What follows belongs to an exercise in optimizing a design on an open flow for small area, a short achievable clock period and few clock cycles per item; a production flow would make more cautious choices. At most, simulation tests tie the RTL to the original design; equivalence was not proved.

==> build 95 <==
==> flow/design.v <==
module casub_flit_enc (
    input  wire        clk,
    input  wire        rst,         
    input  wire        in_valid,
    output wire        in_ready,
    input  wire [63:0] in_data,
    output wire        out_valid,
    input  wire        out_ready,
    output wire [63:0] out_data,
    output wire        out_last
);
    localparam [63:0] CRC_POLY = 64'h42F0_E1EB_A9EA_3693;
    localparam [4:0]  BEAT_CRC = 5'd29;
    localparam [4:0]  BEAT_P0  = 5'd30;
    localparam [4:0]  BEAT_P1  = 5'd31;
    function [7:0] gf_mul;
        input [7:0] a;
        input [7:0] b;
        integer i;
        reg [7:0] p;
        reg [7:0] x;
        begin
            p = 8'd0;
            x = a;
            for (i = 0; i < 8; i = i + 1) begin
                if (b[i])
                    p = p ^ x;
                x = {x[6:0], 1'b0} ^ (x[7] ? 8'h1D : 8'h00);
            end
            gf_mul = p;
        end
    endfunction
    function [7:0] rs_gen;
        input integer i;
        begin
            case (i)
                0: rs_gen = 8'h18;
                1: rs_gen = 8'hC8;
                2: rs_gen = 8'hAD;
                3: rs_gen = 8'hEF;
                4: rs_gen = 8'h36;
                5: rs_gen = 8'h51;
                6: rs_gen = 8'h0B;
                default: rs_gen = 8'hFF;
            endcase
        end
    endfunction
    function [63:0] rs_step;
        input [63:0] rem;
        input [7:0]  sym;
        integer k;
        reg [7:0] fb;
        begin
            fb = sym ^ rem[63:56];
            rs_step[7:0] = gf_mul(fb, rs_gen(0));
            for (k = 1; k < 8; k = k + 1)
                rs_step[8*k +: 8] = rem[8*(k-1) +: 8] ^ gf_mul(fb, rs_gen(k));
        end
    endfunction
    function [63:0] crc_byte;
        input [63:0] crc;
        input [7:0]  byte_in;
        integer i;
        reg [63:0] c;
        begin
            c = crc;
            for (i = 7; i >= 0; i = i - 1) begin
                if (c[63] ^ byte_in[i])
                    c = {c[62:0], 1'b0} ^ CRC_POLY;
                else
                    c = {c[62:0], 1'b0};
            end
            crc_byte = c;
        end
    endfunction
    reg  [4:0]  beat;         
    reg  [63:0] crc;
    reg  [63:0] rem0;         
    reg  [63:0] rem1;         
    reg         out_valid_q;
    reg  [63:0] out_data_q;
    reg         out_last_q;
    wire        slot_free = !out_valid_q || out_ready;
    wire        data_beat = (beat < BEAT_CRC);
    assign in_ready  = slot_free && data_beat;
    assign out_valid = out_valid_q;
    assign out_data  = out_data_q;
    assign out_last  = out_last_q;
    wire [63:0] crc_out = ~crc;
    wire [63:0] code_in = data_beat ? in_data : crc_out;
    reg  [63:0] crc_next;
    reg  [63:0] rem0_next;
    reg  [63:0] rem1_next;
    integer j;
    always @(*) begin
        crc_next  = crc;
        rem0_next = rem0;
        rem1_next = rem1;
        for (j = 0; j < 8; j = j + 1) begin
            crc_next = crc_byte(crc_next, in_data[63-8*j -: 8]);
            if (j % 2 == 0)
                rem0_next = rs_step(rem0_next, code_in[63-8*j -: 8]);
            else
                rem1_next = rs_step(rem1_next, code_in[63-8*j -: 8]);
        end
    end
    wire [63:0] parity_hi = {rem0[63:56], rem1[63:56], rem0[55:48], rem1[55:48],
                             rem0[47:40], rem1[47:40], rem0[39:32], rem1[39:32]};
    wire [63:0] parity_lo = {rem0[31:24], rem1[31:24], rem0[23:16], rem1[23:16],
                             rem0[15:8],  rem1[15:8],  rem0[7:0],   rem1[7:0]};
    always @(posedge clk) begin
        if (rst) begin
            beat        <= 5'd0;
            crc         <= {64{1'b1}};
            rem0        <= 64'd0;
            rem1        <= 64'd0;
            out_valid_q <= 1'b0;
            out_data_q  <= 64'd0;
            out_last_q  <= 1'b0;
        end else if (slot_free) begin
            out_valid_q <= 1'b0;
            out_last_q  <= 1'b0;
            if (data_beat) begin
                if (in_valid) begin
                    out_valid_q <= 1'b1;
                    out_data_q  <= in_data;
                    crc         <= crc_next;
                    rem0        <= rem0_next;
                    rem1        <= rem1_next;
                    beat        <= beat + 5'd1;
                end
            end else if (beat == BEAT_CRC) begin
                out_valid_q <= 1'b1;
                out_data_q  <= crc_out;
                rem0        <= rem0_next;
                rem1        <= rem1_next;
                beat        <= BEAT_P0;
            end else if (beat == BEAT_P0) begin
                out_valid_q <= 1'b1;
                out_data_q  <= parity_hi;
                beat        <= BEAT_P1;
            end else begin
                out_valid_q <= 1'b1;
                out_data_q  <= parity_lo;
                out_last_q  <= 1'b1;
                crc         <= {64{1'b1}};
                rem0        <= 64'd0;
                rem1        <= 64'd0;
                beat        <= 5'd0;
            end
        end
    end
endmodule
==> flow/run.sh <==
#!/bin/bash
# synth_recipe.tcl (not shown) runs the flow's synth.tcl, then flattens the netlist and writes it again
# the make line also repeats each setting of config.mk as NAME=value (left out here)
make -C /OpenROAD-flow-scripts/flow DESIGN_CONFIG=/design/flow/config.mk WORK_HOME=/design/flow/orfs CLKGATE_MAP_FILE= SYNTH_SCRIPT=/design/flow/synth_recipe.tcl finish
==> flow/config.mk <==
export PLATFORM = sky130hd
export DESIGN_NAME = casub_flit_enc
export DESIGN_NICKNAME = casub_flit_enc
export VERILOG_FILES = /design/flow/design.v
export SDC_FILE = /design/flow/constraint.sdc
export NUM_CORES = 4
export LEC_CHECK = 0
export CAP_MARGIN = 20
export CORE_MARGIN = 2
export CORE_UTILIZATION = 40
export PLACE_DENSITY = 0.6
export SLEW_MARGIN = 20
==> flow/constraint.sdc <==
create_clock -name core_clock -period 10.0 [get_ports {clk}]
set_input_delay 2.0000 -clock core_clock [delete_from_list [all_inputs] [get_ports {clk}]]
set_output_delay 2.0000 -clock core_clock [all_outputs]
set_load 0.01 [all_outputs]
==> build 36 (differences from build 95) <==
==> flow/design.v, changed modules only <==
module casub_flit_enc (
    input  wire        clk,
    input  wire        rst,
    input  wire        in_valid,
    output wire        in_ready,
    input  wire [63:0] in_data,
    output wire        out_valid,
    input  wire        out_ready,
    output wire [63:0] out_data,
    output wire        out_last
);
    localparam [63:0] CRC_POLY = 64'h42F0_E1EB_A9EA_3693;
    function [7:0] gf_mul;
        input [7:0] a;
        input [7:0] b;
        integer i;
        reg [7:0] p;
        reg [7:0] x;
        begin
            p = 8'd0;
            x = a;
            for (i = 0; i < 8; i = i + 1) begin
                if (b[i])
                    p = p ^ x;
                x = {x[6:0], 1'b0} ^ (x[7] ? 8'h1D : 8'h00);
            end
            gf_mul = p;
        end
    endfunction
    function [7:0] rs_gen;
        input integer i;
        begin
            case (i)
                0: rs_gen = 8'h18;
                1: rs_gen = 8'hC8;
                2: rs_gen = 8'hAD;
                3: rs_gen = 8'hEF;
                4: rs_gen = 8'h36;
                5: rs_gen = 8'h51;
                6: rs_gen = 8'h0B;
                default: rs_gen = 8'hFF;
            endcase
        end
    endfunction
    function [63:0] rs_step;
        input [63:0] rem;
        input [7:0]  sym;
        integer k;
        reg [7:0] fb;
        begin
            fb = sym ^ rem[63:56];
            rs_step[7:0] = gf_mul(fb, rs_gen(0));
            for (k = 1; k < 8; k = k + 1)
                rs_step[8*k +: 8] = rem[8*(k-1) +: 8] ^ gf_mul(fb, rs_gen(k));
        end
    endfunction
    function [63:0] crc_byte;
        input [63:0] crc;
        input [7:0]  byte_in;
        integer i;
        reg [63:0] c;
        begin
            c = crc;
            for (i = 7; i >= 0; i = i - 1) begin
                if (c[63] ^ byte_in[i])
                    c = {c[62:0], 1'b0} ^ CRC_POLY;
                else
                    c = {c[62:0], 1'b0};
            end
            crc_byte = c;
        end
    endfunction
    reg  [4:0]  beat;       
    reg         out_v, out_l;
    reg  [63:0] out_q;
    reg         sk_v;
    reg  [63:0] sk_q;
    reg         fr, fd;     
    reg  [63:0] crc, rem0, rem1;
    wire dp = (beat < 5'd29);
    assign in_ready  = !sk_v && dp;
    assign out_valid = out_v;
    assign out_data  = out_q;
    assign out_last  = out_l;
    reg [63:0] crc_n, rem0_n, rem1_n;
    integer j;
    always @(*) begin
        crc_n = crc; rem0_n = rem0; rem1_n = rem1;
        for (j = 0; j < 8; j = j + 1) begin
            crc_n = crc_byte(crc_n, out_q[63-8*j -: 8]);
            if (j % 2 == 0) rem0_n = rs_step(rem0_n, out_q[63-8*j -: 8]);
            else            rem1_n = rs_step(rem1_n, out_q[63-8*j -: 8]);
        end
    end
    wire [63:0] crc_d  = fd ? crc_n : (fr ? {64{1'b1}} : crc);
    wire [63:0] rem0_d = fr ? rem0_n : rem0;
    wire [63:0] rem1_d = fr ? rem1_n : rem1;
    wire [63:0] par = {rem0_d[63:56], rem1_d[63:56], rem0_d[55:48], rem1_d[55:48],
                       rem0_d[47:40], rem1_d[47:40], rem0_d[39:32], rem1_d[39:32]};
    wire [63:0] gen = (beat == 5'd29) ? ~crc_d : par;
    wire ld = !out_v || out_ready;
    wire have = sk_v || !dp || in_valid;
    always @(posedge clk) begin
        crc  <= crc_d;
        rem0 <= rem0_d;
        rem1 <= rem1_d;
        if (!sk_v) sk_q <= in_data;
        if (ld) begin
            fr <= 1'b0; fd <= 1'b0;
            out_v <= have;
            if (have) begin
                out_q <= sk_v ? sk_q : (dp ? in_data : gen);
                out_l <= (beat == 5'd31);
                beat  <= beat + 5'd1;
                fr    <= 1'b1;
                fd    <= dp;
                sk_v  <= 1'b0;
            end
        end else begin
            fr <= 1'b0; fd <= 1'b0;
            if (in_valid && in_ready) sk_v <= 1'b1;
        end
        if (rst) begin
            beat <= 5'd0; out_v <= 1'b0; out_l <= 1'b0; sk_v <= 1'b0;
            fr <= 1'b0; fd <= 1'b0;
            crc <= {64{1'b1}}; rem0 <= 64'd0; rem1 <= 64'd0;
        end
    end
endmodule
==> notes <==
In build 36 the synthesized cell count is smaller than in build 95, by 3.6%. Global-route usage: build 36 is lower than build 95 (0.44 points). Against build 36, the die area of build 95 is smaller by 3.6%. Against build 95, the non-clock buffer count of build 36 is lower by 326. In build 36 the first-iteration DRC count is smaller than in build 95, by 13%.
Testbench counts of build 95, summed over its fixed seeds: cycles 12,296, flits 384.
The RTL of build 36 was laid out without a check of its function.

-- re-timing with driven ports --
The flow's constraints put no driver on any port. The routed layouts listed below were extracted and timed again, unchanged, in two steps. Step 1 sets driving cells, clkbuf_16 on the clock port and buf_2 on the other inputs (assumed; they add their load-dependent delay and slew). Step 2 adds t to the input delays and takes it off the output delays; t is the mean of the earliest and latest rising clock arrival at the registers after step 1. Input paths then give back, and output paths get back, about the clock's delay inside the block. a / b / c = ideal / step 1 / step 2; a / b = the first two.
run | shift t [ns] | setup slack, ns | worst hold slack (ns) | worst setup path after step 2
build 95 | 0.643 | 0.139 / 0.169 / -0.474 | 0.473 / 0.473 / 0.473 | input to register
build 36 | 0.643 | 0.165 / 0.165 / 0.165 | 0.459 / 0.459 / 0.459 | register to register
Met with ideal ports but missed after step 2: setup timing in build 95. The setup slack of build 95, which loses most, moves by +0.030 ns with the drivers and by -0.613 ns with both steps.
